What follows belongs to an exercise in optimizing a design on an open flow for small area and a short achievable clock period; a production flow would make more cautious choices. Function was not checked in any run shown here: the RTL went through the layout flow alone.

File: constraint.sdc
create_clock -name core_clock -period 13.5 [get_ports {clk}]
set_input_delay 2.7000 -clock core_clock [delete_from_list [all_inputs] [get_ports {clk}]]
set_output_delay 2.7000 -clock core_clock [all_outputs]
set_load 0.01 [all_outputs]
File: config.mk
export PLATFORM = sky130hd
export DESIGN_NAME = dected_codec
export DESIGN_NICKNAME = dected_codec
export VERILOG_FILES = /design/flow/design.v
export SDC_FILE = /design/flow/constraint.sdc
export NUM_CORES = 4
export LEC_CHECK = 0
export CAP_MARGIN = 20
export CORE_MARGIN = 2
export CORE_UTILIZATION = 56
export CTS_CLUSTER_DIAMETER = 60
export CTS_CLUSTER_SIZE = 16
export PLACE_DENSITY = 0.68
export SLEW_MARGIN = 20
export TNS_END_PERCENT = 0
export BUFFER_PORTS_ARGS = -buffer_cell sky130_fd_sc_hd__buf_2
export SETUP_SLACK_MARGIN = 9.3
export CTS_BUF_LIST = sky130_fd_sc_hd__clkbuf_8
File: design.v
module gf128_mul (
    input  wire [6:0] a,
    input  wire [6:0] b,
    output reg  [6:0] p
);
    reg [6:0] acc;
    reg [6:0] sh;
    integer   i;
    always @* begin
        acc = 7'd0;
        sh  = a;
        for (i = 0; i < 7; i = i + 1) begin
            if (b[i])
                acc = acc ^ sh;
            sh = {sh[5:0], 1'b0} ^ (sh[6] ? 7'h09 : 7'h00);
        end
        p = acc;
    end
endmodule
module dected_enc (
    input  wire [63:0] data,
    output wire [14:0] check
);
    wire x64, x65, x66, x67, x68, x69, x70, x71, x72, x73, x74, x75, x76, x77, x78, x79, x80, x81, x82, x83, x84, x85, x86, x87, x88, x89, x90, x91, x92, x93, x94, x95, x96, x97, x98, x99, x100, x101, x102, x103, x104, x105, x106, x107, x108, x109, x110, x111, x112, x113, x114, x115, x116, x117, x118, x119, x120, x121, x122, x123, x124, x125, x126, x127, x128, x129, x130, x131, x132, x133, x134, x135, x136, x137, x138, x139, x140, x141, x142, x143, x144, x145, x146, x147, x148, x149, x150, x151, x152, x153, x154, x155, x156, x157, x158, x159, x160, x161, x162, x163, x164, x165, x166, x167, x168, x169, x170, x171, x172, x173, x174, x175, x176, x177, x178, x179, x180, x181, x182, x183, x184, x185, x186, x187, x188, x189, x190, x191, x192, x193, x194, x195, x196, x197, x198, x199, x200, x201, x202, x203, x204, x205, x206, x207, x208, x209, x210, x211, x212, x213, x214, x215, x216, x217, x218, x219, x220, x221, x222, x223, x224, x225, x226, x227, x228, x229, x230, x231, x232, x233, x234, x235, x236, x237, x238, x239, x240, x241, x242, x243, x244, x245, x246, x247, x248, x249, x250, x251, x252, x253, x254, x255, x256, x257, x258, x259, x260, x261, x262, x263, x264, x265, x266, x267, x268, x269, x270, x271, x272, x273, x274, x275, x276, x277, x278, x279, x280, x281, x282, x283, x284, x285, x286, x287, x288, x289, x290, x291, x292, x293, x294;
    assign x64 = data[27] ^ data[43];
    assign x65 = data[3] ^ data[14];
    assign x66 = data[30] ^ data[47];
    assign x67 = data[38] ^ data[63];
    assign x68 = data[4] ^ data[32];
    assign x69 = data[2] ^ data[24];
    assign x70 = data[22] ^ data[23];
    assign x71 = data[13] ^ data[46];
    assign x72 = data[5] ^ data[33];
    assign x73 = data[37] ^ data[62];
    assign x74 = data[25] ^ data[44];
    assign x75 = data[0] ^ data[17];
    assign x76 = data[26] ^ data[31];
    assign x77 = data[45] ^ x64;
    assign x78 = data[48] ^ data[61];
    assign x79 = data[1] ^ data[29];
    assign x80 = data[50] ^ data[53];
    assign x81 = data[60] ^ x72;
    assign x82 = x66 ^ x74;
    assign x83 = data[56] ^ x65;
    assign x84 = data[12] ^ data[58];
    assign x85 = data[41] ^ x71;
    assign x86 = x68 ^ x76;
    assign x87 = data[49] ^ x73;
    assign x88 = x75 ^ x80;
    assign x89 = data[55] ^ x69;
    assign x90 = data[40] ^ x70;
    assign x91 = data[6] ^ data[42];
    assign x92 = data[10] ^ data[54];
    assign x93 = data[11] ^ data[57];
    assign x94 = data[28] ^ data[59];
    assign x95 = x79 ^ x93;
    assign x96 = data[39] ^ x83;
    assign x97 = data[21] ^ x67;
    assign x98 = data[18] ^ x82;
    assign x99 = x77 ^ x84;
    assign x100 = data[34] ^ x94;
    assign x101 = data[35] ^ x81;
    assign x102 = data[7] ^ data[20];
    assign x103 = x78 ^ x92;
    assign x104 = data[18] ^ data[29];
    assign x105 = data[9] ^ data[43];
    assign x106 = x87 ^ x90;
    assign x107 = x86 ^ x91;
    assign x108 = x89 ^ x95;
    assign x109 = data[16] ^ data[50];
    assign x110 = data[15] ^ x85;
    assign x111 = data[9] ^ data[19];
    assign x112 = x98 ^ x101;
    assign x113 = data[8] ^ data[52];
    assign x114 = data[57] ^ x88;
    assign x115 = data[37] ^ x100;
    assign x116 = x76 ^ x99;
    assign x117 = data[14] ^ data[39];
    assign x118 = data[61] ^ x107;
    assign x119 = x87 ^ x102;
    assign x120 = x86 ^ x88;
    assign x121 = data[36] ^ x120;
    assign x122 = data[36] ^ x109;
    assign x123 = x78 ^ x111;
    assign x124 = data[6] ^ x123;
    assign x125 = data[1] ^ data[59];
    assign x126 = data[22] ^ x71;
    assign x127 = data[4] ^ data[10];
    assign x128 = x100 ^ x105;
    assign x129 = data[54] ^ x97;
    assign x130 = x67 ^ x85;
    assign x131 = data[25] ^ x103;
    assign x132 = data[47] ^ x113;
    assign x133 = data[44] ^ x104;
    assign x134 = x89 ^ x96;
    assign x135 = x108 ^ x110;
    assign x136 = x69 ^ x83;
    assign x137 = data[51] ^ x119;
    assign x138 = data[24] ^ x130;
    assign x139 = data[58] ^ x106;
    assign x140 = data[42] ^ data[49];
    assign x141 = data[5] ^ data[11];
    assign x142 = x79 ^ x96;
    assign x143 = data[7] ^ data[28];
    assign x144 = data[26] ^ x140;
    assign x145 = x97 ^ x99;
    assign x146 = x102 ^ x125;
    assign x147 = data[30] ^ x77;
    assign x148 = data[16] ^ x64;
    assign x149 = data[41] ^ x91;
    assign x150 = data[63] ^ x141;
    assign x151 = data[13] ^ x132;
    assign x152 = data[8] ^ data[15];
    assign x153 = data[51] ^ x72;
    assign x154 = x117 ^ x152;
    assign x155 = x126 ^ x133;
    assign x156 = x153 ^ x154;
    assign x157 = x114 ^ x115;
    assign x158 = x124 ^ x147;
    assign x159 = x155 ^ x156;
    assign x160 = x157 ^ x158;
    assign x161 = x159 ^ x160;
    assign x162 = data[31] ^ data[38];
    assign x163 = data[39] ^ x162;
    assign x164 = x103 ^ x146;
    assign x165 = x148 ^ x163;
    assign x166 = x101 ^ x114;
    assign x167 = x151 ^ x164;
    assign x168 = x165 ^ x139;
    assign x169 = x166 ^ x167;
    assign x170 = x168 ^ x169;
    assign x171 = data[0] ^ data[19];
    assign x172 = data[32] ^ data[36];
    assign x173 = x171 ^ x172;
    assign x174 = x81 ^ x173;
    assign x175 = x129 ^ x147;
    assign x176 = x174 ^ x135;
    assign x177 = x139 ^ x175;
    assign x178 = x176 ^ x177;
    assign x179 = data[1] ^ data[20];
    assign x180 = data[31] ^ data[33];
    assign x181 = data[46] ^ data[61];
    assign x182 = x67 ^ x70;
    assign x183 = x84 ^ x109;
    assign x184 = x179 ^ x180;
    assign x185 = x181 ^ x82;
    assign x186 = x149 ^ x182;
    assign x187 = x183 ^ x184;
    assign x188 = x115 ^ x185;
    assign x189 = x186 ^ x187;
    assign x190 = x134 ^ x188;
    assign x191 = x189 ^ x190;
    assign x192 = data[0] ^ data[8];
    assign x193 = data[21] ^ data[27];
    assign x194 = data[38] ^ data[46];
    assign x195 = x73 ^ x80;
    assign x196 = x111 ^ x143;
    assign x197 = x192 ^ x193;
    assign x198 = x194 ^ x90;
    assign x199 = x195 ^ x196;
    assign x200 = x197 ^ x136;
    assign x201 = x198 ^ x199;
    assign x202 = x112 ^ x118;
    assign x203 = x200 ^ x201;
    assign x204 = x202 ^ x203;
    assign x205 = data[23] ^ x65;
    assign x206 = x73 ^ x92;
    assign x207 = x146 ^ x205;
    assign x208 = x206 ^ x98;
    assign x209 = x207 ^ x121;
    assign x210 = x138 ^ x208;
    assign x211 = x209 ^ x210;
    assign x212 = data[60] ^ x82;
    assign x213 = x88 ^ x126;
    assign x214 = x108 ^ x128;
    assign x215 = x129 ^ x212;
    assign x216 = x213 ^ x118;
    assign x217 = x214 ^ x215;
    assign x218 = x216 ^ x217;
    assign x219 = data[2] ^ data[7];
    assign x220 = data[32] ^ data[51];
    assign x221 = data[55] ^ data[62];
    assign x222 = x70 ^ x219;
    assign x223 = x220 ^ x221;
    assign x224 = x103 ^ x222;
    assign x225 = x223 ^ x224;
    assign x226 = x112 ^ x116;
    assign x227 = x142 ^ x225;
    assign x228 = x226 ^ x227;
    assign x229 = data[51] ^ data[52];
    assign x230 = x104 ^ x105;
    assign x231 = x229 ^ x150;
    assign x232 = x230 ^ x106;
    assign x233 = x231 ^ x121;
    assign x234 = x134 ^ x232;
    assign x235 = x233 ^ x234;
    assign x236 = data[12] ^ data[45];
    assign x237 = x68 ^ x75;
    assign x238 = x113 ^ x236;
    assign x239 = x90 ^ x237;
    assign x240 = x238 ^ x128;
    assign x241 = x131 ^ x239;
    assign x242 = x138 ^ x142;
    assign x243 = x240 ^ x241;
    assign x244 = x242 ^ x243;
    assign x245 = data[9] ^ data[23];
    assign x246 = data[40] ^ data[53];
    assign x247 = data[62] ^ x117;
    assign x248 = x127 ^ x245;
    assign x249 = x246 ^ x144;
    assign x250 = x247 ^ x248;
    assign x251 = x249 ^ x250;
    assign x252 = x112 ^ x135;
    assign x253 = x251 ^ x252;
    assign x254 = data[15] ^ data[19];
    assign x255 = data[34] ^ data[40];
    assign x256 = x66 ^ x254;
    assign x257 = x255 ^ x122;
    assign x258 = x149 ^ x150;
    assign x259 = x256 ^ x131;
    assign x260 = x136 ^ x257;
    assign x261 = x258 ^ x116;
    assign x262 = x259 ^ x260;
    assign x263 = x261 ^ x262;
    assign x264 = data[3] ^ data[12];
    assign x265 = data[17] ^ data[35];
    assign x266 = data[48] ^ data[55];
    assign x267 = x74 ^ x93;
    assign x268 = x94 ^ x264;
    assign x269 = x265 ^ x266;
    assign x270 = x148 ^ x267;
    assign x271 = x268 ^ x269;
    assign x272 = x107 ^ x110;
    assign x273 = x270 ^ x271;
    assign x274 = x137 ^ x272;
    assign x275 = x273 ^ x274;
    assign x276 = data[14] ^ data[17];
    assign x277 = data[56] ^ x68;
    assign x278 = x143 ^ x276;
    assign x279 = x81 ^ x122;
    assign x280 = x133 ^ x144;
    assign x281 = x277 ^ x278;
    assign x282 = x151 ^ x279;
    assign x283 = x280 ^ x281;
    assign x284 = x145 ^ x282;
    assign x285 = x283 ^ x284;
    assign x286 = data[2] ^ data[33];
    assign x287 = data[52] ^ x65;
    assign x288 = x75 ^ x127;
    assign x289 = x286 ^ x95;
    assign x290 = x287 ^ x288;
    assign x291 = x124 ^ x289;
    assign x292 = x290 ^ x137;
    assign x293 = x145 ^ x291;
    assign x294 = x292 ^ x293;
    assign check[0] = x161;
    assign check[1] = x170;
    assign check[2] = x178;
    assign check[3] = x191;
    assign check[4] = x204;
    assign check[5] = x211;
    assign check[6] = x218;
    assign check[7] = x228;
    assign check[8] = x235;
    assign check[9] = x244;
    assign check[10] = x253;
    assign check[11] = x263;
    assign check[12] = x275;
    assign check[13] = x285;
    assign check[14] = x294;
endmodule
module dected_syn (
    input  wire [78:0] r,
    output wire [14:0] syn
);
    wire x79, x80, x81, x82, x83, x84, x85, x86, x87, x88, x89, x90, x91, x92, x93, x94, x95, x96, x97, x98, x99, x100, x101, x102, x103, x104, x105, x106, x107, x108, x109, x110, x111, x112, x113, x114, x115, x116, x117, x118, x119, x120, x121, x122, x123, x124, x125, x126, x127, x128, x129, x130, x131, x132, x133, x134, x135, x136, x137, x138, x139, x140, x141, x142, x143, x144, x145, x146, x147, x148, x149, x150, x151, x152, x153, x154, x155, x156, x157, x158, x159, x160, x161, x162, x163, x164, x165, x166, x167, x168, x169, x170, x171, x172, x173, x174, x175, x176, x177, x178, x179, x180, x181, x182, x183, x184, x185, x186, x187, x188, x189, x190, x191, x192, x193, x194, x195, x196, x197, x198, x199, x200, x201, x202, x203, x204, x205, x206, x207, x208, x209, x210, x211, x212, x213, x214, x215, x216, x217, x218, x219, x220, x221, x222, x223, x224, x225, x226, x227, x228, x229, x230, x231, x232, x233, x234, x235, x236, x237, x238, x239, x240, x241, x242, x243, x244, x245, x246, x247, x248, x249, x250, x251, x252, x253, x254, x255, x256, x257, x258, x259, x260, x261, x262, x263, x264, x265, x266, x267, x268, x269, x270, x271, x272, x273, x274, x275, x276, x277, x278, x279, x280, x281, x282, x283, x284, x285, x286, x287, x288, x289, x290, x291, x292, x293, x294, x295, x296, x297, x298, x299, x300, x301, x302, x303, x304, x305, x306, x307, x308, x309, x310, x311, x312, x313, x314, x315, x316, x317, x318, x319, x320, x321, x322, x323, x324, x325, x326, x327, x328, x329, x330, x331, x332, x333, x334, x335, x336, x337, x338, x339, x340, x341, x342, x343, x344;
    assign x79 = r[72] ^ r[75];
    assign x80 = r[55] ^ x79;
    assign x81 = r[25] ^ r[76];
    assign x82 = r[24] ^ r[58];
    assign x83 = r[17] ^ r[33];
    assign x84 = r[37] ^ r[50];
    assign x85 = r[19] ^ r[71];
    assign x86 = r[38] ^ r[51];
    assign x87 = r[60] ^ r[74];
    assign x88 = r[27] ^ r[56];
    assign x89 = r[59] ^ r[73];
    assign x90 = r[23] ^ r[57];
    assign x91 = r[26] ^ r[52];
    assign x92 = r[13] ^ r[30];
    assign x93 = x80 ^ x82;
    assign x94 = r[16] ^ r[39];
    assign x95 = r[9] ^ r[61];
    assign x96 = r[21] ^ r[69];
    assign x97 = r[49] ^ r[67];
    assign x98 = x81 ^ x89;
    assign x99 = r[20] ^ r[68];
    assign x100 = r[15] ^ x86;
    assign x101 = r[7] ^ x84;
    assign x102 = r[54] ^ x85;
    assign x103 = r[29] ^ r[32];
    assign x104 = x83 ^ x95;
    assign x105 = r[28] ^ x87;
    assign x106 = r[8] ^ x94;
    assign x107 = r[77] ^ x105;
    assign x108 = r[22] ^ x88;
    assign x109 = r[18] ^ r[66];
    assign x110 = r[36] ^ r[40];
    assign x111 = r[48] ^ r[53];
    assign x112 = r[45] ^ x93;
    assign x113 = r[42] ^ x91;
    assign x114 = r[41] ^ x108;
    assign x115 = r[11] ^ x101;
    assign x116 = r[34] ^ r[70];
    assign x117 = r[46] ^ x96;
    assign x118 = r[62] ^ x90;
    assign x119 = r[14] ^ x99;
    assign x120 = r[65] ^ x97;
    assign x121 = r[47] ^ x113;
    assign x122 = r[43] ^ x111;
    assign x123 = r[31] ^ x100;
    assign x124 = r[35] ^ x106;
    assign x125 = r[12] ^ x103;
    assign x126 = r[10] ^ x110;
    assign x127 = x115 ^ x117;
    assign x128 = x92 ^ x119;
    assign x129 = x107 ^ x123;
    assign x130 = r[4] ^ x109;
    assign x131 = x102 ^ x130;
    assign x132 = x98 ^ x118;
    assign x133 = x124 ^ x131;
    assign x134 = x104 ^ x122;
    assign x135 = r[44] ^ r[64];
    assign x136 = r[3] ^ r[63];
    assign x137 = x98 ^ x116;
    assign x138 = x127 ^ x129;
    assign x139 = r[61] ^ x112;
    assign x140 = x114 ^ x128;
    assign x141 = x90 ^ x125;
    assign x142 = r[5] ^ x96;
    assign x143 = r[10] ^ r[40];
    assign x144 = x132 ^ x134;
    assign x145 = r[28] ^ r[47];
    assign x146 = r[37] ^ r[62];
    assign x147 = r[46] ^ x104;
    assign x148 = r[30] ^ r[75];
    assign x149 = x112 ^ x133;
    assign x150 = r[24] ^ x137;
    assign x151 = r[35] ^ r[39];
    assign x152 = x136 ^ x143;
    assign x153 = x125 ^ x126;
    assign x154 = x84 ^ x139;
    assign x155 = r[50] ^ r[56];
    assign x156 = x121 ^ x153;
    assign x157 = r[51] ^ x82;
    assign x158 = r[73] ^ x121;
    assign x159 = x120 ^ x142;
    assign x160 = r[44] ^ x102;
    assign x161 = x85 ^ x152;
    assign x162 = r[5] ^ r[6];
    assign x163 = r[52] ^ x157;
    assign x164 = x110 ^ x151;
    assign x165 = r[63] ^ x155;
    assign x166 = r[25] ^ x164;
    assign x167 = r[14] ^ x138;
    assign x168 = r[18] ^ x100;
    assign x169 = r[6] ^ x146;
    assign x170 = r[0] ^ x132;
    assign x171 = x114 ^ x150;
    assign x172 = r[70] ^ r[76];
    assign x173 = r[53] ^ x83;
    assign x174 = r[34] ^ r[38];
    assign x175 = x109 ^ x126;
    assign x176 = r[74] ^ x122;
    assign x177 = x135 ^ x163;
    assign x178 = r[31] ^ x174;
    assign x179 = r[41] ^ r[66];
    assign x180 = x120 ^ x169;
    assign x181 = r[42] ^ r[55];
    assign x182 = x97 ^ x148;
    assign x183 = x181 ^ x182;
    assign x184 = x114 ^ x160;
    assign x185 = x183 ^ x170;
    assign x186 = x184 ^ x185;
    assign x187 = x167 ^ x186;
    assign x188 = r[1] ^ r[22];
    assign x189 = r[43] ^ x99;
    assign x190 = x172 ^ x188;
    assign x191 = x106 ^ x165;
    assign x192 = x189 ^ x190;
    assign x193 = x121 ^ x141;
    assign x194 = x191 ^ x192;
    assign x195 = x129 ^ x193;
    assign x196 = x194 ^ x139;
    assign x197 = x195 ^ x196;
    assign x198 = r[2] ^ r[40];
    assign x199 = r[71] ^ r[75];
    assign x200 = r[77] ^ x88;
    assign x201 = x92 ^ x94;
    assign x202 = x103 ^ x198;
    assign x203 = x199 ^ x117;
    assign x204 = x200 ^ x201;
    assign x205 = x202 ^ x203;
    assign x206 = x204 ^ x144;
    assign x207 = x177 ^ x205;
    assign x208 = x206 ^ x207;
    assign x209 = r[23] ^ r[65];
    assign x210 = r[67] ^ x88;
    assign x211 = x116 ^ x209;
    assign x212 = x173 ^ x210;
    assign x213 = x211 ^ x161;
    assign x214 = x168 ^ x212;
    assign x215 = x112 ^ x127;
    assign x216 = x158 ^ x213;
    assign x217 = x214 ^ x215;
    assign x218 = x216 ^ x217;
    assign x219 = r[11] ^ r[12];
    assign x220 = r[46] ^ r[52];
    assign x221 = r[57] ^ r[64];
    assign x222 = r[72] ^ x86;
    assign x223 = x99 ^ x145;
    assign x224 = x219 ^ x220;
    assign x225 = x221 ^ x222;
    assign x226 = x223 ^ x224;
    assign x227 = x176 ^ x225;
    assign x228 = x226 ^ x133;
    assign x229 = x227 ^ x171;
    assign x230 = x228 ^ x229;
    assign x231 = r[9] ^ r[12];
    assign x232 = r[13] ^ r[17];
    assign x233 = r[20] ^ r[29];
    assign x234 = r[58] ^ x90;
    assign x235 = x111 ^ x231;
    assign x236 = x232 ^ x233;
    assign x237 = x80 ^ x234;
    assign x238 = x235 ^ x236;
    assign x239 = x107 ^ x159;
    assign x240 = x160 ^ x166;
    assign x241 = x237 ^ x238;
    assign x242 = x158 ^ x239;
    assign x243 = x240 ^ x241;
    assign x244 = x242 ^ x243;
    assign x245 = r[6] ^ r[21];
    assign x246 = r[26] ^ r[29];
    assign x247 = r[49] ^ r[54];
    assign x248 = x89 ^ x172;
    assign x249 = x245 ^ x246;
    assign x250 = x247 ^ x248;
    assign x251 = x249 ^ x175;
    assign x252 = x176 ^ x250;
    assign x253 = x140 ^ x251;
    assign x254 = x252 ^ x253;
    assign x255 = x154 ^ x254;
    assign x256 = r[5] ^ r[7];
    assign x257 = r[19] ^ r[67];
    assign x258 = x145 ^ x256;
    assign x259 = x257 ^ x80;
    assign x260 = x119 ^ x165;
    assign x261 = x178 ^ x258;
    assign x262 = x147 ^ x175;
    assign x263 = x259 ^ x260;
    assign x264 = x261 ^ x170;
    assign x265 = x262 ^ x263;
    assign x266 = x264 ^ x265;
    assign x267 = r[4] ^ r[8];
    assign x268 = r[19] ^ r[77];
    assign x269 = x91 ^ x267;
    assign x270 = x268 ^ x173;
    assign x271 = x269 ^ x123;
    assign x272 = x128 ^ x137;
    assign x273 = x159 ^ x270;
    assign x274 = x271 ^ x272;
    assign x275 = x273 ^ x274;
    assign x276 = x154 ^ x275;
    assign x277 = r[27] ^ r[68];
    assign x278 = x81 ^ x92;
    assign x279 = x179 ^ x277;
    assign x280 = x113 ^ x118;
    assign x281 = x178 ^ x278;
    assign x282 = x279 ^ x107;
    assign x283 = x115 ^ x124;
    assign x284 = x134 ^ x161;
    assign x285 = x280 ^ x281;
    assign x286 = x282 ^ x283;
    assign x287 = x284 ^ x285;
    assign x288 = x286 ^ x287;
    assign x289 = r[1] ^ r[8];
    assign x290 = r[23] ^ r[26];
    assign x291 = r[48] ^ r[59];
    assign x292 = r[64] ^ x103;
    assign x293 = x162 ^ x179;
    assign x294 = x289 ^ x290;
    assign x295 = x291 ^ x104;
    assign x296 = x292 ^ x293;
    assign x297 = x294 ^ x93;
    assign x298 = x166 ^ x295;
    assign x299 = x296 ^ x297;
    assign x300 = x298 ^ x299;
    assign x301 = x167 ^ x300;
    assign x302 = r[32] ^ x87;
    assign x303 = x92 ^ x108;
    assign x304 = x302 ^ x147;
    assign x305 = x180 ^ x303;
    assign x306 = x304 ^ x305;
    assign x307 = x149 ^ x306;
    assign x308 = r[3] ^ r[16];
    assign x309 = r[33] ^ r[36];
    assign x310 = r[48] ^ r[69];
    assign x311 = x79 ^ x81;
    assign x312 = x87 ^ x97;
    assign x313 = x308 ^ x309;
    assign x314 = x310 ^ x101;
    assign x315 = x311 ^ x312;
    assign x316 = x313 ^ x128;
    assign x317 = x131 ^ x141;
    assign x318 = x314 ^ x315;
    assign x319 = x177 ^ x316;
    assign x320 = x317 ^ x318;
    assign x321 = x319 ^ x320;
    assign x322 = r[2] ^ r[7];
    assign x323 = r[33] ^ r[60];
    assign x324 = x95 ^ x148;
    assign x325 = x322 ^ x323;
    assign x326 = x106 ^ x324;
    assign x327 = x325 ^ x168;
    assign x328 = x180 ^ x326;
    assign x329 = x156 ^ x327;
    assign x330 = x328 ^ x171;
    assign x331 = x329 ^ x330;
    assign x332 = r[0] ^ r[1];
    assign x333 = r[2] ^ r[78];
    assign x334 = x116 ^ x135;
    assign x335 = x136 ^ x162;
    assign x336 = x332 ^ x333;
    assign x337 = x120 ^ x334;
    assign x338 = x335 ^ x336;
    assign x339 = x337 ^ x338;
    assign x340 = x140 ^ x144;
    assign x341 = x156 ^ x339;
    assign x342 = x138 ^ x149;
    assign x343 = x340 ^ x341;
    assign x344 = x342 ^ x343;
    assign syn[0] = x187;
    assign syn[1] = x197;
    assign syn[2] = x208;
    assign syn[3] = x218;
    assign syn[4] = x230;
    assign syn[5] = x244;
    assign syn[6] = x255;
    assign syn[7] = x266;
    assign syn[8] = x276;
    assign syn[9] = x288;
    assign syn[10] = x301;
    assign syn[11] = x307;
    assign syn[12] = x321;
    assign syn[13] = x331;
    assign syn[14] = x344;
endmodule
module gf128_inv3 (
    input  wire [6:0] a,
    output wire [6:0] y
);
    wire [127:0] t0 = 128'h85171f397d3521e1ec0715d9c155d956;
    assign y[0] = t0[a];
    wire [127:0] t1 = 128'h077bca8c40edde83cfa9b8fae20590f0;
    assign y[1] = t1[a];
    wire [127:0] t2 = 128'hd3d8a3c4b729aac8883ed3b1ef77e000;
    assign y[2] = t2[a];
    wire [127:0] t3 = 128'h9d7459fd639529fbdb72e2c062284688;
    assign y[3] = t3[a];
    wire [127:0] t4 = 128'h76d02a17ab13d34bf22b331b534913bc;
    assign y[4] = t4[a];
    wire [127:0] t5 = 128'h7a55ce6bcde0f5c45424a2b9e9a25f80;
    assign y[5] = t5[a];
    wire [127:0] t6 = 128'h4ae285f65b8d65a17edf971ddc8880a0;
    assign y[6] = t6[a];
endmodule
module dected_quad (
    input  wire [6:0] s3,
    input  wire [6:0] inv3,
    output wire [6:0] y,
    output wire       tz,      
    output wire       tr       
);
    wire [6:0] w;
    gf128_mul u_w (.a(s3), .b(inv3), .p(w));
    wire [6:0] c = w ^ 7'h01;
    assign tz = (c == 7'd0);
    assign tr = c[0];
    assign y[0] = 1'b0;
    assign y[1] = c[2] ^ c[3] ^ c[4] ^ c[6];
    assign y[2] = c[3] ^ c[4] ^ c[6];
    assign y[3] = c[5] ^ c[6];
    assign y[4] = c[1] ^ c[2] ^ c[4];
    assign y[5] = c[3] ^ c[5] ^ c[6];
    assign y[6] = c[3] ^ c[6];
endmodule
module dected_ispos (
    input  wire [6:0] x,
    output wire       v
);
    wire [127:0] t = 128'h341efc53e5ef0f6366edbbb9ab551f7e;
    assign v = t[x];
endmodule
module dected_codec (
    input  wire        clk,
    input  wire        rst_n,
    input  wire        enc_valid,
    input  wire [63:0] enc_data,
    output wire        enc_out_valid,
    output wire [63:0] enc_out_data,
    output wire [14:0] enc_out_check,
    input  wire        dec_valid,
    input  wire [63:0] dec_data,
    input  wire [14:0] dec_check,
    output wire        dec_out_valid,
    output wire [63:0] dec_out_data,
    output wire [14:0] dec_out_check,
    output wire [1:0]  dec_out_corr,
    output wire        dec_out_ue
);
    wire [63:0] e0_d = enc_data;  wire e0_v = enc_valid;
    wire [63:0] e0q_d = e0_d;  wire e0q_v = e0_v;
    wire [14:0] e1_c;
    dected_enc u_enc (.data(e0q_d), .check(e1_c));
    reg  [63:0] e1q_d;  reg [14:0] e1q_c;  reg e1q_v;
    always @(posedge clk) begin
        e1q_d <= e0q_d;
        e1q_c <= e1_c;
        if (!rst_n) e1q_v <= 1'b0; else e1q_v <= e0q_v;
    end
    assign enc_out_valid = e1q_v;
    assign enc_out_data  = e1q_d;
    assign enc_out_check = e1q_c;
    wire [78:0] b0_r = {dec_check[14], dec_data, dec_check[13:0]};   
    wire b0_v = dec_valid;
    wire [78:0] b0q_r = b0_r;
    wire b0q_v = b0_v;
    wire [6:0] b1_s1;
    reg  [6:0] b1q_s1;
    wire [6:0] b1_s3;
    reg  [6:0] b1q_s3;
    wire b1_par;
    reg  b1q_par;
    wire [78:0] b1_r = b0q_r;  wire b1_v = b0q_v;
    wire [14:0] b1_syn;
    dected_syn u_syn (.r(b0q_r), .syn(b1_syn));
    assign b1_s1 = b1_syn[6:0];
    assign b1_s3 = b1_syn[13:7];
    assign b1_par = b1_syn[14];
    reg [78:0] b1q_r;
    reg b1q_v;
    always @(posedge clk) begin
        b1q_s1 <= b1_s1;
        b1q_s3 <= b1_s3;
        b1q_par <= b1_par;
        b1q_r <= b1_r;
        if (!rst_n) b1q_v <= 1'b0; else b1q_v <= b1_v;
    end
    wire [6:0] b2_s1;
    wire [6:0] b2q_s1 = b2_s1;
    wire [6:0] b2_s3;
    wire [6:0] b2q_s3 = b2_s3;
    wire b2_par;
    wire b2q_par = b2_par;
    wire [6:0] b2_iv;
    wire [6:0] b2q_iv = b2_iv;
    wire [78:0] b2_r = b1q_r;  wire b2_v = b1q_v;
    assign b2_s1 = b1q_s1; assign b2_s3 = b1q_s3; assign b2_par = b1q_par;
    gf128_inv3 u_inv3 (.a(b1q_s1), .y(b2_iv));
    wire [78:0] b2q_r = b2_r;
    wire b2q_v = b2_v;
    wire [6:0] b3_s1;
    reg  [6:0] b3q_s1;
    wire [6:0] b3_y;
    reg  [6:0] b3q_y;
    wire b3_par;
    reg  b3q_par;
    wire b3_tz;
    reg  b3q_tz;
    wire b3_tr;
    reg  b3q_tr;
    wire b3_s3z;
    reg  b3q_s3z;
    wire [78:0] b3_r = b2q_r;  wire b3_v = b2q_v;
    assign b3_s1 = b2q_s1; assign b3_par = b2q_par;
    assign b3_s3z = (b2q_s3 == 7'd0);
    dected_quad u_quad (.s3(b2q_s3), .inv3(b2q_iv), .y(b3_y), .tz(b3_tz), .tr(b3_tr));
    reg [78:0] b3q_r;
    reg b3q_v;
    always @(posedge clk) begin
        b3q_s1 <= b3_s1;
        b3q_y <= b3_y;
        b3q_par <= b3_par;
        b3q_tz <= b3_tz;
        b3q_tr <= b3_tr;
        b3q_s3z <= b3_s3z;
        b3q_r <= b3_r;
        if (!rst_n) b3q_v <= 1'b0; else b3q_v <= b3_v;
    end
    wire [6:0] b4_x1;
    wire [6:0] b4q_x1 = b4_x1;
    wire [6:0] b4_x2;
    wire [6:0] b4q_x2 = b4_x2;
    wire b4_par;
    wire b4q_par = b4_par;
    wire b4_tz;
    wire b4q_tz = b4_tz;
    wire b4_tr;
    wire b4q_tr = b4_tr;
    wire b4_s1z;
    wire b4q_s1z = b4_s1z;
    wire b4_s3z;
    wire b4q_s3z = b4_s3z;
    wire [78:0] b4_r = b3q_r;  wire b4_v = b3q_v;
    gf128_mul u_x1 (.a(b3q_s1), .b(b3q_y), .p(b4_x1));
    assign b4_x2 = b4_x1 ^ b3q_s1;
    assign b4_s1z = (b3q_s1 == 7'd0);
    assign b4_par = b3q_par; assign b4_tz = b3q_tz; assign b4_tr = b3q_tr; assign b4_s3z = b3q_s3z;
    wire [78:0] b4q_r = b4_r;
    wire b4q_v = b4_v;
    wire [7:0] b5_pa1;
    wire [7:0] b5q_pa1 = b5_pa1;
    wire [15:0] b5_pb1;
    wire [15:0] b5q_pb1 = b5_pb1;
    wire [7:0] b5_pa2;
    wire [7:0] b5q_pa2 = b5_pa2;
    wire [15:0] b5_pb2;
    wire [15:0] b5q_pb2 = b5_pb2;
    wire [1:0] b5_corr;
    wire [1:0] b5q_corr = b5_corr;
    wire b5_ue;
    wire b5q_ue = b5_ue;
    wire b5_fpar;
    wire b5q_fpar = b5_fpar;
    wire [78:0] b5_r = b4q_r;  wire b5_v = b4q_v;
    wire v1, v2;
    dected_ispos u_v1 (.x(b4q_x1), .v(v1));
    dected_ispos u_v2 (.x(b4q_x2), .v(v2));
    wire ok_tz  = !b4q_s1z && b4q_tz && v2;                                 
    wire ok_2   = !b4q_s1z && !b4q_tz && !b4q_par && !b4q_tr && v1 && v2;   
    wire only_p = b4q_s1z && b4q_s3z && b4q_par;                           
    wire e1     = !b4q_par && !b4q_tr && v2;
    wire e2     = b4q_tz || (!b4q_par && !b4q_tr && v1);
    assign b5_ue   = !(ok_tz || ok_2 || (b4q_s1z && b4q_s3z));
    assign b5_corr = (ok_2 || (ok_tz && !b4q_par)) ? 2'd2 : ((only_p || ok_tz) ? 2'd1 : 2'd0);
    assign b5_fpar = only_p || (ok_tz && !b4q_par);
    genvar k;
    for (k = 0; k < 8; k = k + 1) begin : g_pa
        assign b5_pa1[k] = e1 && (b4q_x1[2:0] == k);
        assign b5_pa2[k] = e2 && (b4q_x2[2:0] == k);
    end
    for (k = 0; k < 16; k = k + 1) begin : g_pb
        assign b5_pb1[k] = (b4q_x1[6:3] == k);
        assign b5_pb2[k] = (b4q_x2[6:3] == k);
    end
    wire [78:0] b5q_r = b5_r;
    wire b5q_v = b5_v;
    wire [63:0] b6_od;
    reg  [63:0] b6q_od;
    wire [14:0] b6_oc;
    reg  [14:0] b6q_oc;
    wire [1:0] b6_corr;
    reg  [1:0] b6q_corr;
    wire b6_ue;
    reg  b6q_ue;
    wire b6_v = b5q_v;
    wire [77:0] flip;
    assign flip[0] = (b5q_pa1[1] && b5q_pb1[0]) || (b5q_pa2[1] && b5q_pb2[0]);
    assign flip[1] = (b5q_pa1[2] && b5q_pb1[0]) || (b5q_pa2[2] && b5q_pb2[0]);
    assign flip[2] = (b5q_pa1[4] && b5q_pb1[0]) || (b5q_pa2[4] && b5q_pb2[0]);
    assign flip[3] = (b5q_pa1[0] && b5q_pb1[1]) || (b5q_pa2[0] && b5q_pb2[1]);
    assign flip[4] = (b5q_pa1[0] && b5q_pb1[2]) || (b5q_pa2[0] && b5q_pb2[2]);
    assign flip[5] = (b5q_pa1[0] && b5q_pb1[4]) || (b5q_pa2[0] && b5q_pb2[4]);
    assign flip[6] = (b5q_pa1[0] && b5q_pb1[8]) || (b5q_pa2[0] && b5q_pb2[8]);
    assign flip[7] = (b5q_pa1[1] && b5q_pb1[1]) || (b5q_pa2[1] && b5q_pb2[1]);
    assign flip[8] = (b5q_pa1[2] && b5q_pb1[2]) || (b5q_pa2[2] && b5q_pb2[2]);
    assign flip[9] = (b5q_pa1[4] && b5q_pb1[4]) || (b5q_pa2[4] && b5q_pb2[4]);
    assign flip[10] = (b5q_pa1[0] && b5q_pb1[9]) || (b5q_pa2[0] && b5q_pb2[9]);
    assign flip[11] = (b5q_pa1[1] && b5q_pb1[3]) || (b5q_pa2[1] && b5q_pb2[3]);
    assign flip[12] = (b5q_pa1[2] && b5q_pb1[6]) || (b5q_pa2[2] && b5q_pb2[6]);
    assign flip[13] = (b5q_pa1[4] && b5q_pb1[12]) || (b5q_pa2[4] && b5q_pb2[12]);
    assign flip[14] = (b5q_pa1[1] && b5q_pb1[8]) || (b5q_pa2[1] && b5q_pb2[8]);
    assign flip[15] = (b5q_pa1[3] && b5q_pb1[1]) || (b5q_pa2[3] && b5q_pb2[1]);
    assign flip[16] = (b5q_pa1[6] && b5q_pb1[2]) || (b5q_pa2[6] && b5q_pb2[2]);
    assign flip[17] = (b5q_pa1[4] && b5q_pb1[5]) || (b5q_pa2[4] && b5q_pb2[5]);
    assign flip[18] = (b5q_pa1[0] && b5q_pb1[11]) || (b5q_pa2[0] && b5q_pb2[11]);
    assign flip[19] = (b5q_pa1[1] && b5q_pb1[7]) || (b5q_pa2[1] && b5q_pb2[7]);
    assign flip[20] = (b5q_pa1[2] && b5q_pb1[14]) || (b5q_pa2[2] && b5q_pb2[14]);
    assign flip[21] = (b5q_pa1[5] && b5q_pb1[13]) || (b5q_pa2[5] && b5q_pb2[13]);
    assign flip[22] = (b5q_pa1[3] && b5q_pb1[10]) || (b5q_pa2[3] && b5q_pb2[10]);
    assign flip[23] = (b5q_pa1[7] && b5q_pb1[5]) || (b5q_pa2[7] && b5q_pb2[5]);
    assign flip[24] = (b5q_pa1[6] && b5q_pb1[11]) || (b5q_pa2[6] && b5q_pb2[11]);
    assign flip[25] = (b5q_pa1[5] && b5q_pb1[6]) || (b5q_pa2[5] && b5q_pb2[6]);
    assign flip[26] = (b5q_pa1[2] && b5q_pb1[13]) || (b5q_pa2[2] && b5q_pb2[13]);
    assign flip[27] = (b5q_pa1[5] && b5q_pb1[11]) || (b5q_pa2[5] && b5q_pb2[11]);
    assign flip[28] = (b5q_pa1[3] && b5q_pb1[6]) || (b5q_pa2[3] && b5q_pb2[6]);
    assign flip[29] = (b5q_pa1[6] && b5q_pb1[12]) || (b5q_pa2[6] && b5q_pb2[12]);
    assign flip[30] = (b5q_pa1[5] && b5q_pb1[8]) || (b5q_pa2[5] && b5q_pb2[8]);
    assign flip[31] = (b5q_pa1[3] && b5q_pb1[0]) || (b5q_pa2[3] && b5q_pb2[0]);
    assign flip[32] = (b5q_pa1[6] && b5q_pb1[0]) || (b5q_pa2[6] && b5q_pb2[0]);
    assign flip[33] = (b5q_pa1[4] && b5q_pb1[1]) || (b5q_pa2[4] && b5q_pb2[1]);
    assign flip[34] = (b5q_pa1[0] && b5q_pb1[3]) || (b5q_pa2[0] && b5q_pb2[3]);
    assign flip[35] = (b5q_pa1[0] && b5q_pb1[6]) || (b5q_pa2[0] && b5q_pb2[6]);
    assign flip[36] = (b5q_pa1[0] && b5q_pb1[12]) || (b5q_pa2[0] && b5q_pb2[12]);
    assign flip[37] = (b5q_pa1[1] && b5q_pb1[9]) || (b5q_pa2[1] && b5q_pb2[9]);
    assign flip[38] = (b5q_pa1[3] && b5q_pb1[3]) || (b5q_pa2[3] && b5q_pb2[3]);
    assign flip[39] = (b5q_pa1[6] && b5q_pb1[6]) || (b5q_pa2[6] && b5q_pb2[6]);
    assign flip[40] = (b5q_pa1[4] && b5q_pb1[13]) || (b5q_pa2[4] && b5q_pb2[13]);
    assign flip[41] = (b5q_pa1[1] && b5q_pb1[10]) || (b5q_pa2[1] && b5q_pb2[10]);
    assign flip[42] = (b5q_pa1[3] && b5q_pb1[5]) || (b5q_pa2[3] && b5q_pb2[5]);
    assign flip[43] = (b5q_pa1[6] && b5q_pb1[10]) || (b5q_pa2[6] && b5q_pb2[10]);
    assign flip[44] = (b5q_pa1[5] && b5q_pb1[4]) || (b5q_pa2[5] && b5q_pb2[4]);
    assign flip[45] = (b5q_pa1[2] && b5q_pb1[9]) || (b5q_pa2[2] && b5q_pb2[9]);
    assign flip[46] = (b5q_pa1[5] && b5q_pb1[3]) || (b5q_pa2[5] && b5q_pb2[3]);
    assign flip[47] = (b5q_pa1[2] && b5q_pb1[7]) || (b5q_pa2[2] && b5q_pb2[7]);
    assign flip[48] = (b5q_pa1[4] && b5q_pb1[14]) || (b5q_pa2[4] && b5q_pb2[14]);
    assign flip[49] = (b5q_pa1[1] && b5q_pb1[12]) || (b5q_pa2[1] && b5q_pb2[12]);
    assign flip[50] = (b5q_pa1[3] && b5q_pb1[9]) || (b5q_pa2[3] && b5q_pb2[9]);
    assign flip[51] = (b5q_pa1[7] && b5q_pb1[3]) || (b5q_pa2[7] && b5q_pb2[3]);
    assign flip[52] = (b5q_pa1[6] && b5q_pb1[7]) || (b5q_pa2[6] && b5q_pb2[7]);
    assign flip[53] = (b5q_pa1[4] && b5q_pb1[15]) || (b5q_pa2[4] && b5q_pb2[15]);
    assign flip[54] = (b5q_pa1[1] && b5q_pb1[14]) || (b5q_pa2[1] && b5q_pb2[14]);
    assign flip[55] = (b5q_pa1[3] && b5q_pb1[13]) || (b5q_pa2[3] && b5q_pb2[13]);
    assign flip[56] = (b5q_pa1[7] && b5q_pb1[11]) || (b5q_pa2[7] && b5q_pb2[11]);
    assign flip[57] = (b5q_pa1[7] && b5q_pb1[6]) || (b5q_pa2[7] && b5q_pb2[6]);
    assign flip[58] = (b5q_pa1[6] && b5q_pb1[13]) || (b5q_pa2[6] && b5q_pb2[13]);
    assign flip[59] = (b5q_pa1[5] && b5q_pb1[10]) || (b5q_pa2[5] && b5q_pb2[10]);
    assign flip[60] = (b5q_pa1[3] && b5q_pb1[4]) || (b5q_pa2[3] && b5q_pb2[4]);
    assign flip[61] = (b5q_pa1[6] && b5q_pb1[8]) || (b5q_pa2[6] && b5q_pb2[8]);
    assign flip[62] = (b5q_pa1[5] && b5q_pb1[0]) || (b5q_pa2[5] && b5q_pb2[0]);
    assign flip[63] = (b5q_pa1[2] && b5q_pb1[1]) || (b5q_pa2[2] && b5q_pb2[1]);
    assign flip[64] = (b5q_pa1[4] && b5q_pb1[2]) || (b5q_pa2[4] && b5q_pb2[2]);
    assign flip[65] = (b5q_pa1[0] && b5q_pb1[5]) || (b5q_pa2[0] && b5q_pb2[5]);
    assign flip[66] = (b5q_pa1[0] && b5q_pb1[10]) || (b5q_pa2[0] && b5q_pb2[10]);
    assign flip[67] = (b5q_pa1[1] && b5q_pb1[5]) || (b5q_pa2[1] && b5q_pb2[5]);
    assign flip[68] = (b5q_pa1[2] && b5q_pb1[10]) || (b5q_pa2[2] && b5q_pb2[10]);
    assign flip[69] = (b5q_pa1[5] && b5q_pb1[5]) || (b5q_pa2[5] && b5q_pb2[5]);
    assign flip[70] = (b5q_pa1[2] && b5q_pb1[11]) || (b5q_pa2[2] && b5q_pb2[11]);
    assign flip[71] = (b5q_pa1[5] && b5q_pb1[7]) || (b5q_pa2[5] && b5q_pb2[7]);
    assign flip[72] = (b5q_pa1[2] && b5q_pb1[15]) || (b5q_pa2[2] && b5q_pb2[15]);
    assign flip[73] = (b5q_pa1[5] && b5q_pb1[15]) || (b5q_pa2[5] && b5q_pb2[15]);
    assign flip[74] = (b5q_pa1[3] && b5q_pb1[14]) || (b5q_pa2[3] && b5q_pb2[14]);
    assign flip[75] = (b5q_pa1[7] && b5q_pb1[13]) || (b5q_pa2[7] && b5q_pb2[13]);
    assign flip[76] = (b5q_pa1[7] && b5q_pb1[10]) || (b5q_pa2[7] && b5q_pb2[10]);
    assign flip[77] = (b5q_pa1[7] && b5q_pb1[4]) || (b5q_pa2[7] && b5q_pb2[4]);
    assign b6_od = b5q_r[77:14] ^ flip[77:14];
    assign b6_oc = {b5q_r[78] ^ b5q_fpar, b5q_r[13:0] ^ flip[13:0]};
    assign b6_corr = b5q_corr; assign b6_ue = b5q_ue;
    reg b6q_v;
    always @(posedge clk) begin
        b6q_od <= b6_od;
        b6q_oc <= b6_oc;
        b6q_corr <= b6_corr;
        b6q_ue <= b6_ue;
        if (!rst_n) b6q_v <= 1'b0; else b6q_v <= b6_v;
    end
    assign dec_out_valid = b6q_v;
    assign dec_out_data  = b6q_od;
    assign dec_out_check = b6q_oc;
    assign dec_out_corr  = b6q_corr;
    assign dec_out_ue    = b6q_ue;
endmodule
File: standard.sh
#!/bin/bash
# synth_recipe.tcl (not shown) runs the flow's synth.tcl, then flattens the netlist and writes it again
# the make line also repeats each setting of config.mk as NAME=value (left out here)
make -C /OpenROAD-flow-scripts/flow DESIGN_CONFIG=/design/flow/config.mk WORK_HOME=/design/flow/orfs CLKGATE_MAP_FILE= SYNTH_SCRIPT=/design/flow/synth_recipe.tcl "${@:-finish}"
File: flow/run.sh
#!/bin/bash
# Own flow: the standard layout (standard.sh, unchanged synthesis) with
# extra ORFS settings: small port buffers, timing repair aimed below the
# clock period, and smaller clock buffers.  The ORFS tools log to
# orfs/logs/ and standard.log; this script's own output goes to run.log.
set -e
exec > >(tee run.log) 2>&1
cat >> "$FLOW_CONFIG" <<EOC
export BUFFER_PORTS_ARGS = -buffer_cell sky130_fd_sc_hd__buf_2
export SETUP_SLACK_MARGIN = 9.3
export CTS_BUF_LIST = sky130_fd_sc_hd__clkbuf_8
EOC
bash standard.sh > standard.log 2>&1
==> results of run 1 <==
per-stage QoR:
stage                     util, %
final                        66.0
after global placement       62.8
after CTS                    64.9
after global routing         66.0
after floorplan                 -
after detailed placement     62.8
cell usage after synthesis, types with 7 or more instances:
cell type	instances
a311oi_1	9
mux2_2	10
a32oi_1	82
nor3b_1	7
ha_1	20
inv_1	13
a211o_1	7
a21oi_1	42
buf_4	9
a31oi_1	8
xnor2_1	514
nor2_1	84
dfxtp_1	355
a211oi_1	10
mux2i_1	16
nand2_1	97
nor2b_1	16
o211ai_1	8
buf_2	30
o21ai_0	31
nor3_1	11
a22oi_1	11
nand2b_1	25
and2_1	8
buf_6	13
clkbuf_1	26
xor2_1	113
nand3_1	23
kinds of logic after synthesis:
group	Yosys count	synth area share, %
XOR/XNOR	650	33.3
flip-flops	355	39.5
AND/OR/NAND/NOR	312	8.69
AO/OA/AOI/OAI	281	12.2
buffers and inverters	95	3.00
multiplexers	29	1.89
adder cells (fa/ha/maj)	20	1.39
metal layers:
layer / vias up / routed length, µm / part of all wire [%] / track usage, %
met3: 88 / 4710 / 8.6 / 5.14
met2: 739 / 24700 / 45 / 50.3
li1: 6458 / - / - / -
met4: 0 / 1290 / 2.4 / 7.20
met1: 6479 / 24000 / 44 / 45.5
met5: - / 0 / 0 / 0
worst max-delay path by stage:
stage / startpoint / to / slack, ns
6_report: b3q_s1[5] / b6q_od[60] / 9.33
5_1_grt: b3q_s1[5] / b6q_od[39] / 9.18
4_1_cts: b3q_s1[5] / b6q_od[52] / 9.20
3_5_place_dp: dec_data[5] / b1q_par / 8.77
3_3_place_gp: dec_data[5] / b1q_par / 8.78
2_1_floorplan: dec_data[54] / b1q_par / 9.28
critical path: stages (launching register included):
cell and delay (ns):
dfxtp_2 0.52, xor2_1 0.37, nand2_1 0.12, xor2_1 0.15, xnor3_2 0.64, xnor2_4 0.42
nor4b_2 0.14, a22oi_1 0.22, o41ai_2 0.13, nor3_4 0.38, buf_12 0.34, a32oi_1 0.31
xnor2_1 0.31
cells in the final DEF (no fill, tap or decap), types with 9 or more instances in the layout:
master,n
nor2_1,84
ha_1,17
nand3_1,23
buf_4,10
dfxtp_1,345
a21oi_1,41
a311oi_1,9
nor3_1,11
nand2_1,96
clkbuf_8,32
xnor2_2,20
inv_1,11
nor2b_1,15
xor2_1,105
mux2i_1,16
a211oi_1,10
o21ai_0,31
xnor2_1,493
a22oi_1,11
mux2_2,10
buf_2,309
a32oi_1,78
nand2b_1,25
layout make-up:
| type | instances | share of cell area, % |
|---|---|---|
| antenna | 3 | 0.0360 |
| clock buffer | 32 | 2.11 |
| clock inverter | 13 | 0.749 |
| inverter | 14 | 0.306 |
| multi-input combinational | 1293 | 51.9 |
| sequential | 355 | 34.1 |
| tap | 402 | 2.41 |
| timing repair buffer | 327 | 8.39 |
sequential cells by signal, summed over array words and instances, names as in the netlist:
name      flops
b6q_corr      2
e1q_d        64
b3q_y         6
b6q_v         1
b3q_tr        1
b3q_tz        1
b3q_v         1
e1q_v         1
b6q_ue        1
e1q_c        15
b3q_par       1
b6q_od       64
b3q_s3z       1
b6q_oc       15
b1q_v         1
b1q_s3        7
b1q_r        79
b3q_s1        7
b3q_r        79
b1q_par       1
b1q_s1        7
repair_timing:
item                                    CTS  global route
gates cloned                              0             1
resized for setup                        16            44
endpoints found under the setup margin   85            85
pin swaps                                 0             9
setup buffers                             1             6
==> metrics.md, run 1 <==
| Metric | Value |
|---|---|
| Antenna violations before repair | 3 |
| DP HPWL | around 43 mm |
| Worst Hold End | b3q_r[28] |
| Vias per inst | 5.64 |
| Clk pin slew, worst setup/hold paths | about 0.090 ns |
| RSZ-0062 raised after global routing | yes |
| Top_reg_cell synth | dfxtp_1 |
| Hold slack | between 0.2 and 0.3 ns |
| Inserted Clock Buffers | 31 |
| Final WL | ~55 mm |
| Max clock buf depth | 3 |
| Starting DRT DRC Count | between 1500 and 2000 |
| Crit path arrival time | 4.72 ns |
| Max-slew violations | 0 |
| Asr flop ratio synth | 0% |
| CP Max Fanout | 77 |
| First-pass GRT wire length | ~81 mm |
| Cells after Synth | between 1500 and 2000 |
| Synth warn | 2 |
| Final hold vios | 0 |
| Hold Crit Class | reg -> reg |
| Sequential share of the synthesized area | approximately two fifths |
| Fill count | 2623 |
| Outcome | complete, no violations |
| IO Pins | 310 |
| Startpoint Class | flip-flop |
| CTS root buffer | clkbuf_8 |
| Leading area contributor after synthesis | dfxtp_1 |
| Total Routing Usage GR | 31.7% |
| Synthesized flop and latch total | 355 |
| Wire per inst | between 20 and 25 µm |
| FMAX | 240 MHz |
| Core ar. | ~32000 µm² |
| Slew @ Worst Pin | 0.976 ns |
| Initial Util | between 50% and 60% |
| Setup crit end kind | flip-flop |
| Hold Path Origin | b1q_r[28] |
| Worst path required time | 14.05 ns |
| Placed cells | roughly 2400 |
| Grt total ovfl | 0 |
| Rows | 65 |
| Final setup fails | 0 |
| Vias in the first global route | about 13000 |
| TritonRoute pass-1 iters | 5 |
| H-Tree Level Count | 1 |
| Die ar. | ~34000 µm² |
| Synth top area share | 39.5% |
| RR Endpoint | b6q_od[60] |
| Multi-input gate area | 10800 µm² |
| Post-route minimum period | between 4 and 5 ns |
| Placed cell area | ~20000 µm² |
| Die H | about 180 µm |
| DIE WIDTH | about 180 µm |
| Distinct cell type count after synthesis | 95 |
| Slew HR | between 30% and 40% |
| Post-route cell area | about 21000 µm² |
| R2R setup slack | 9.33 ns |
| Setup_tns | 0 ns |
| Port bufs | 309 |
| Synthesized area | roughly 18000 µm² |
| Clock sinks | 355 |
| Register area | between 7000 and 8000 µm² |
| Worst r2r src | b3q_s1[5] |
| CP Class | reg -> reg |
| Routed via count | about 14000 |
| Synth top area cells | dfxtp_1, xnor2_1, xor2_1 |
| Finished Layout Cells | ~2400 |
| GPL Wtd Cong | between 0.9 and 1 |
| Syn avg cell area | around 10 µm² |
| Clock Latency Late Sink | 0.66 ns |
| Largest net degree at the start of global routing | between 70 and 80 |
| CTS hold repair buffers | 0 |
| Drt drc | 0 |
| FF-to-FF path depth | 12 |
| Final worst path period share | a little over 30% |
| Nets | roughly 2200 |
| Post-synth EDFFs | 0 |
| Min-Delay Path Depth | 0 |
| Post-synth net total | approximately 1900 |
| Max Cap Viol | 0 |
| Post-route worst setup slack | between 9 and 10 ns |
| Area delta synth->final | 15.9% |
| CTS tree | done |
| Setup Skew | about 0.052 ns |
| Antenna viol nets, final | 0 |
| Layout cells sized above 1 | 24.3% |
| DP Worst Slack | slightly below 9 ns |
==> run 2: changes to the inputs <==
--- a/flow/run.sh
+++ b/flow/run.sh
@@ -6,7 +6,7 @@
 set -e
 exec > >(tee run.log) 2>&1
 cat >> "$FLOW_CONFIG" <<EOC
-export BUFFER_PORTS_ARGS = -buffer_cell sky130_fd_sc_hd__buf_2
+export BUFFER_PORTS_ARGS = -buffer_cell sky130_fd_sc_hd__buf_1
 export SETUP_SLACK_MARGIN = 9.3
 export CTS_BUF_LIST = sky130_fd_sc_hd__clkbuf_8
 EOC
--- a/config.mk
+++ b/config.mk
@@ -13,6 +13,6 @@
 export PLACE_DENSITY = 0.68
 export SLEW_MARGIN = 20
 export TNS_END_PERCENT = 0
-export BUFFER_PORTS_ARGS = -buffer_cell sky130_fd_sc_hd__buf_2
+export BUFFER_PORTS_ARGS = -buffer_cell sky130_fd_sc_hd__buf_1
 export SETUP_SLACK_MARGIN = 9.3
 export CTS_BUF_LIST = sky130_fd_sc_hd__clkbuf_8
==> run 2 against run 1 <==
Effect of this change: global-route usage grew 0.32 points; register-to-register slack lost 0.06 ns; sequential share of layout area grew 0.31 points; count of clock-buffer cells in the layout grew 4; cell count grew 0.78%; highest routed layer unchanged; via count grew 2.2%; critical path type is now in -> reg.
==> metrics.md, run 2 <==
| Metric | Value |
|---|---|
| Initial Util | 56.9% (unchanged) |
| Final hold vios | 0 (unchanged) |
| First-pass GRT wire length | 81.8 mm (+1.5%) |
| Delay-heaviest family, CP | XOR/XNOR gates |
| Max Cap Viol | 0 (unchanged) |
| Slew @ Worst Pin | 1.12 ns (+0.147 ns) |
| Synth top area cells | dfxtp_1, xnor2_1, xor2_1 |
| GPL Wtd Cong | 0.984 (+0.78%) |
| Clock sinks | 355 (unchanged) |
| Multi-input gate area | 10800 µm² (about the same) |
| Post-route cell area | 20700 µm² (-0.98%) |
| Compound-Gate Fraction of Synth Area | 12.2% (unchanged) |
| TritonRoute pass-1 iters | 8 (+3) |
| Clock Latency Late Sink | 0.57 ns (-0.09 ns) |
| Sequential share of the synthesized area | 39.5% (unchanged) |
| Post-synth EDFFs | 0 (unchanged) |
| Worst Setup SP | dec_data[26] |
| Synth Area in XOR/XNOR | 33.3% (unchanged) |
| CP most frequent cell | xnor2_1 |
| Final WL | 55.5 mm (+1.4%) |
| Fill count | 2647 (+0.91%) |
| FMAX | 234 MHz (-2.3%) |
| Hold Crit Class | reg -> reg |
| DIE WIDTH | 183 µm (unchanged) |
| Inserted Clock Buffers | 34 (+9.7%) |
| Post-synth top cells | xnor2_1, dfxtp_1, xor2_1 |
| Setup_tns | 0 ns (unchanged) |
| Max-slew violations | 0 (unchanged) |
| Vias per inst | 5.72 (+1.4%) |
| Synthesized area | 18000 µm² (unchanged) |
| Top_reg_cell synth | dfxtp_1 |
| RR Endpoint | b6q_od[33] |
| Post-synth net total | 1909 (unchanged) |
| Startpoint Class | input port |
| Asr flop ratio synth | 0% (unchanged) |
| RSZ-0062 raised after global routing | yes |
| H-Tree Level Count | 2 (+1) |
| DP HPWL | 42.4 mm (-1.1%) |
| CP Class | in -> reg |
| Core ar. | 31600 µm² (unchanged) |
| Routed via count | 14100 (+2.2%) |
| Worst Path Buf+Inv | 1 (unchanged) |
| Area delta synth->final | 14.8% |
| Most frequent cell after synthesis | xnor2_1 |
| Vias in the first global route | 13600 (+2.5%) |
| Layout cells sized above 1 | 10.0% (-14 points) |
| Synth top area share | 39.5% (unchanged) |
| Critical path depth in cells | 9 (-3) |
| Post-route minimum period | 4.27 ns (+0.0999 ns) |
| Register area | 7120 µm² (about the same) |
| Multiplexer area fraction after synthesis | 1.89% (unchanged) |
| Largest net degree at the start of global routing | 78 (unchanged) |
| Synth warn | 2 (unchanged) |
| Crit path arrival time | 4.76 ns (+0.04 ns) |
| Rows | 65 (unchanged) |
| CP Max Fanout | 4 (-95%) |
| Port bufs | 309 (unchanged) |
| Antenna viol nets, final | 0 (unchanged) |
| Post-synthesis simple-gate area fraction | 8.69% (unchanged) |
| Critical Path End | b1q_par |
| Wire per inst | 22.6 µm (+0.60%) |
| Top flop regs | b1q_r (79), b3q_r (79) |
| Setup crit end kind | flip-flop |
| Hold slack | 0.329 ns (+0.0295 ns) |
| Commonest non-fill, non-tap cell in the layout | xnor2_1 |
| Setup Skew | 0.0308 ns (-0.0216 ns) |
| Leading area contributor after synthesis | dfxtp_1 |
| Syn avg cell area | 10.3 µm² (unchanged) |
| Worst r2r src | b3q_s1[4] |
| CTS root buffer | clkbuf_8 |
| Clk pin slew, worst setup/hold paths | 0.09 ns (about the same) |
| Antenna violations before repair | 2 (-1) |
| Cells after Synth | 1742 (unchanged) |
| Worst-path cell chain | buf_1 -> xor2_1 -> xnor2_1 -> xor2_1 -> xnor2_1 -> xor2_1 -> xnor2_1 -> xnor2_1 -> xnor2_1 |
| Final setup fails | 0 (unchanged) |
| Slew HR | 24.9% (-9.8 points) |
| Fraction of the mapped netlist area in adder cells | 1.39% (unchanged) |
| Distinct cell type count after synthesis | 95 (unchanged) |
| Die H | 183 µm (unchanged) |
| Commonest cells after routing, fill and taps aside | xnor2_1, dfxtp_1, buf_1 |
| IO Pins | 310 (unchanged) |
| Final worst path period share | 31.6% (+0.74 points) |
| Worst path required time | 13.99 ns (-0.06 ns) |
| CTS hold repair buffers | 0 (unchanged) |
| R2R setup slack | 9.27 ns (-0.06 ns) |
| Total Routing Usage GR | 32.1% (+0.32 points) |
| Synthesized flop and latch total | 355 (unchanged) |
| Max clock buf depth | 3 (unchanged) |
| CTS tree | done |
| Die ar. | 33600 µm² (unchanged) |
| Drt drc | 0 (unchanged) |
| CP max stage cell | xor2_1 |
| Main combinational cell family by area after synthesis | XOR/XNOR gates |
| CP peak stage delay | 0.34 ns (-0.30 ns) |
| Outcome | complete, no violations |
| Nets | 2204 (+0.69%) |
| Starting DRT DRC Count | 1611 (+0.69%) |
| FF-to-FF path depth | 16 (+4) |
| Grt total ovfl | 0 (unchanged) |
| Placed cell area | 19500 µm² (-2.0%) |
## run 2: changes by cell type in the layout (fill, tap and decap cells not counted), moves of 2 or more
cell      change
a32oi_1       -2
a32oi_2       +2
buf_1       +308
buf_2       -308
buf_4        +14
clkbuf_8      +4
clkinv_8      -2
dfxtp_1       +2
ha_4          -2
inv_1         +2
inv_12        +3
inv_8         -2
xnor2_1       -3
xnor2_2       +2
## run 2: worst min path at each step
| stage | from | endpoint | slack (ns) | cells past startpoint |
|---|---|---|---|---|
| 6_report | b1q_r[22] | b3q_r[22] | 0.33 | 0 |
| 5_1_grt | b1q_r[72] | b3q_r[72] | 0.33 | 0 |
| 4_1_cts | b1q_r[22] | b3q_r[22] | 0.33 | 0 |
| 3_5_place_dp | b1q_r[22] | b3q_r[22] | 0.31 | 0 |
| 3_3_place_gp | b1q_r[55] | b3q_r[55] | 0.31 | 0 |
| 2_1_floorplan | b1q_par | b3q_par | 0.31 | 0 |
## run 2: cell families after synthesis
logic type | count (synthesis)
AND/OR/NAND/NOR | 312
multiplexers | 29
flip-flops | 355
buffers and inverters | 95
AO/OA/AOI/OAI | 281
adder cells (fa/ha/maj) | 20
XOR/XNOR | 650
## run 2: area by class of cell
type	count	area share, %
clock inverters	17	1.00
well taps	402	2.43
diodes	2	0.0242
inverters	14	0.278
repair buffers	340	7.07
flip-flops and latches	355	34.4
multi-input cells	1292	52.3
clock buffers	36	2.40
## run 2: layer usage
metal	up-vias	share of wire, %	track usage [%]
met5	-	0	0
met4	0	2.8	9.25
met3	120	9.5	6.75
met2	799	45	50.4
met1	6644	43	44.5
li1	6505	-	-
## run 2: metrics by stage
step                      util, %  instances  worst slack, ns
after floorplan                 -       1742             9.28
after global placement       61.5       2380             8.54
after detailed placement     61.5       2380             8.55
after CTS                    64.4       2439             9.26
after global routing         65.3       2458             9.14
final                        65.3       2458             9.23
## run 2: timing repair
action                     4_1_cts  5_1_grt
resized for setup               32       23
setup buffers                    6       16
gates cloned                     0        1
pin swaps                        2        8
setup endpoints to repair       89       88
==> run 3: changes to the inputs <==
--- a/flow/run.sh
+++ b/flow/run.sh
@@ -7,7 +7,7 @@
 exec > >(tee run.log) 2>&1
 cat >> "$FLOW_CONFIG" <<EOC
 export BUFFER_PORTS_ARGS = -buffer_cell sky130_fd_sc_hd__buf_1
-export SETUP_SLACK_MARGIN = 9.3
+export SETUP_SLACK_MARGIN = 9.0
 export CTS_BUF_LIST = sky130_fd_sc_hd__clkbuf_8
 EOC
 bash standard.sh > standard.log 2>&1
--- a/config.mk
+++ b/config.mk
@@ -14,5 +14,5 @@
 export SLEW_MARGIN = 20
 export TNS_END_PERCENT = 0
 export BUFFER_PORTS_ARGS = -buffer_cell sky130_fd_sc_hd__buf_1
-export SETUP_SLACK_MARGIN = 9.3
+export SETUP_SLACK_MARGIN = 9.0
 export CTS_BUF_LIST = sky130_fd_sc_hd__clkbuf_8
==> run 3 against run 2 <==
Effect of this change: register-to-register slack got worse by 0.35 ns; via count rose by 0.30%; cell area fell by 2.9%; synthesized area did not move; sequential share of layout area rose by 1.0 points; fmax fell by 6.8%; global-route usage rose by 0.77 points; cell count fell by 0.65%; routed wire length rose by 1.7%; setup slack got worse by 0.31 ns; highest routed layer is now met5.
==> metrics.md, run 3 <==
| Metric | Value |
|---|---|
| Inserted Clock Buffers | 30 (-12%) |
| Finished Layout Cells | 2442 (-0.65%) |
| Synthesized flop and latch total | 355 (unchanged) |
| Clock Latency Late Sink | 0.67 ns (+0.10 ns) |
| FF-to-FF path depth | 12 (-4) |
| IO Pins | 310 (unchanged) |
| RSZ-0062 raised after global routing | yes |
| Wire per inst | 23.1 µm (+2.4%) |
| Slew @ Worst Pin | 1.15 ns (+0.0279 ns) |
| GPL Wtd Cong | 0.926 (-6.0%) |
| Final hold vios | 0 (unchanged) |
| Startpoint Class | input port |
| Register area | 7120 µm² (about the same) |
| CTS tree | done |
| Top_reg_cell synth | dfxtp_1 |
| Die H | 183 µm (unchanged) |
| Worst path required time | 14.03 ns (+0.04 ns) |
| Setup_tns | 0 ns (unchanged) |
| Slew HR | 23.0% (-1.9 points) |
| Syn avg cell area | 10.3 µm² (unchanged) |
| Largest net degree at the start of global routing | 70 (-10%) |
| Multi-input gate area | 10500 µm² (-3.3%) |
| Die ar. | 33600 µm² (unchanged) |
| Crit path arrival time | 5.10 ns (+0.34 ns) |
| Synthesized area | 18000 µm² (unchanged) |
| Outcome | complete, no violations |
| Vias in the first global route | 13800 (+1.4%) |
| Post-route worst setup slack | 8.92 ns (-0.311 ns) |
| Routed via count | 14100 (+0.30%) |
| Max clock buf depth | 3 (unchanged) |
| Synth top area share | 39.5% (unchanged) |
| Area delta synth->final | 11.4% |
| CP Class | in -> reg |
| Min-Delay Path Depth | 0 (unchanged) |
| Initial Util | 56.9% (unchanged) |
| Fill count | 2732 (+3.2%) |
| Vias per inst | 5.78 (+0.96%) |
| Cells after Synth | 1742 (unchanged) |
| FMAX | 218 MHz (-6.8%) |
| Ant. Diodes | 0 (-2) |
| Starting DRT DRC Count | 1780 (+10%) |
| First-pass GRT wire length | 83.5 mm (+2.2%) |
| Leading area contributor after synthesis | dfxtp_1 |
| Setup Skew | 0.0767 ns (+0.0459 ns) |
| Asr flop ratio synth | 0% (unchanged) |
## run 3: cell counts after synthesis
No cell type changed its count.
## run 3: repair_timing
| action | CTS | global route |
|---|---|---|
| cloned | 1 | 0 |
| resized for setup | 5 | 15 |
| pin swaps | 1 | 5 |
| setup endpoints to repair | 87 | 87 |
| buffers inserted | 4 | 13 |
## run 3: kinds of logic (layout without fill, tap and decap cells)
family                     after synthesis  in the layout  synth area share [%]
xor gates and xnor gates               650            650                  33.3
DFF                                    355            355                  39.5
and+or+nand+nor                        312            313                  8.69
AOI/OAI and AO/OA                      281            281                  12.2
buffers and inverters                   95            392                  3.00
muxes                                   29             29                  1.89
adders and majority gates               20             20                  1.39
## run 3: layer usage
layer  wire [µm]  vias to the layer above  track usage (%)
met5          11                        -                0
met4        1540                        2             9.18
met3        5590                      124             6.77
met2       25300                      817             51.8
met1       24000                     6675             45.7
li1            -                     6492                -
## run 3: worst max-delay path by stage
stage | start | end | slack (ns) | depth (start not counted)
floorplan | dec_data[54] | b1q_par | 9.14 | 8
global placement | dec_data[5] | b1q_par | 8.14 | 9
detailed placement | dec_data[5] | b1q_par | 8.28 | 9
CTS | b3q_s1[6] | b6q_od[28] | 8.75 | 14
global route | b3q_s1[5] | b6q_od[20] | 8.81 | 15
finish | dec_data[5] | b1q_par | 8.92 | 9
## run 3: critical path, cell delays in order
cell,delay (ns)
buf_1,0.43
xor2_1,0.35
xnor2_2,0.19
xnor2_1,0.47
xnor2_1,0.29
xor2_1,0.22
xnor2_1,0.16
xnor2_1,0.15
xnor2_1,0.13
## run 3: final cells by class
type                    count  area share [%]
multi-input cells        1293            52.1
flip-flops and latches    355            35.5
repair buffers            335            6.96
well taps                 402            2.51
clock buffers              30            2.06
clock inverters            13           0.580
inverters                  14           0.262
## run 3: per-stage QoR
step / instance area [µm²] / util [%] / hold WS, ns
global route: 20100 / 63.4 / 0.333
CTS: 19900 / 62.8 / 0.327
floorplan: 18000 / - / 0.310
global placement: 19200 / 60.8 / 0.310
finish: 20100 / 63.4 / 0.330
detailed placement: 19200 / 60.8 / 0.312

## afterwards: timing with drivers on the ports
How much do the figures lean on ideal ports? The routed layouts below were timed once more, with nothing changed but the port constraints. Step 1: set_driving_cell puts a clkbuf_16 on clk and a buf_2 on each other input, an assumption about the parent block. Step 2 times the ports against the registers' clock, not the clock port: input delays grow and output delays shrink by t, the midpoint of the rising clock arrivals with the driver on. Three values: ideal ports, drivers, drivers and shift; two values: the first two.
| run | shift t [ns] | setup slack, ns | clock arrival spread, ns | worst register clock-pin slew, ns | worst data-port slew with drivers (ns) |
|---|---|---|---|---|---|
| run 1 | 0.678 | 9.334 / 9.334 / 8.752 | 0.056 / 0.056 | 0.11 / 0.11 | 0.09 |
| run 2 | 0.601 | 9.234 / 9.252 / 8.651 | 0.034 / 0.033 | 0.10 / 0.10 | 0.10 |
| run 3 | 0.675 | 8.923 / 8.924 / 8.267 | 0.092 / 0.092 | 0.11 / 0.11 | 0.08 |
After both steps setup and hold are still met in every run listed. For run 3, which loses most, drivers alone change the setup slack by +0.001 ns; drivers and shift together by -0.656 ns.
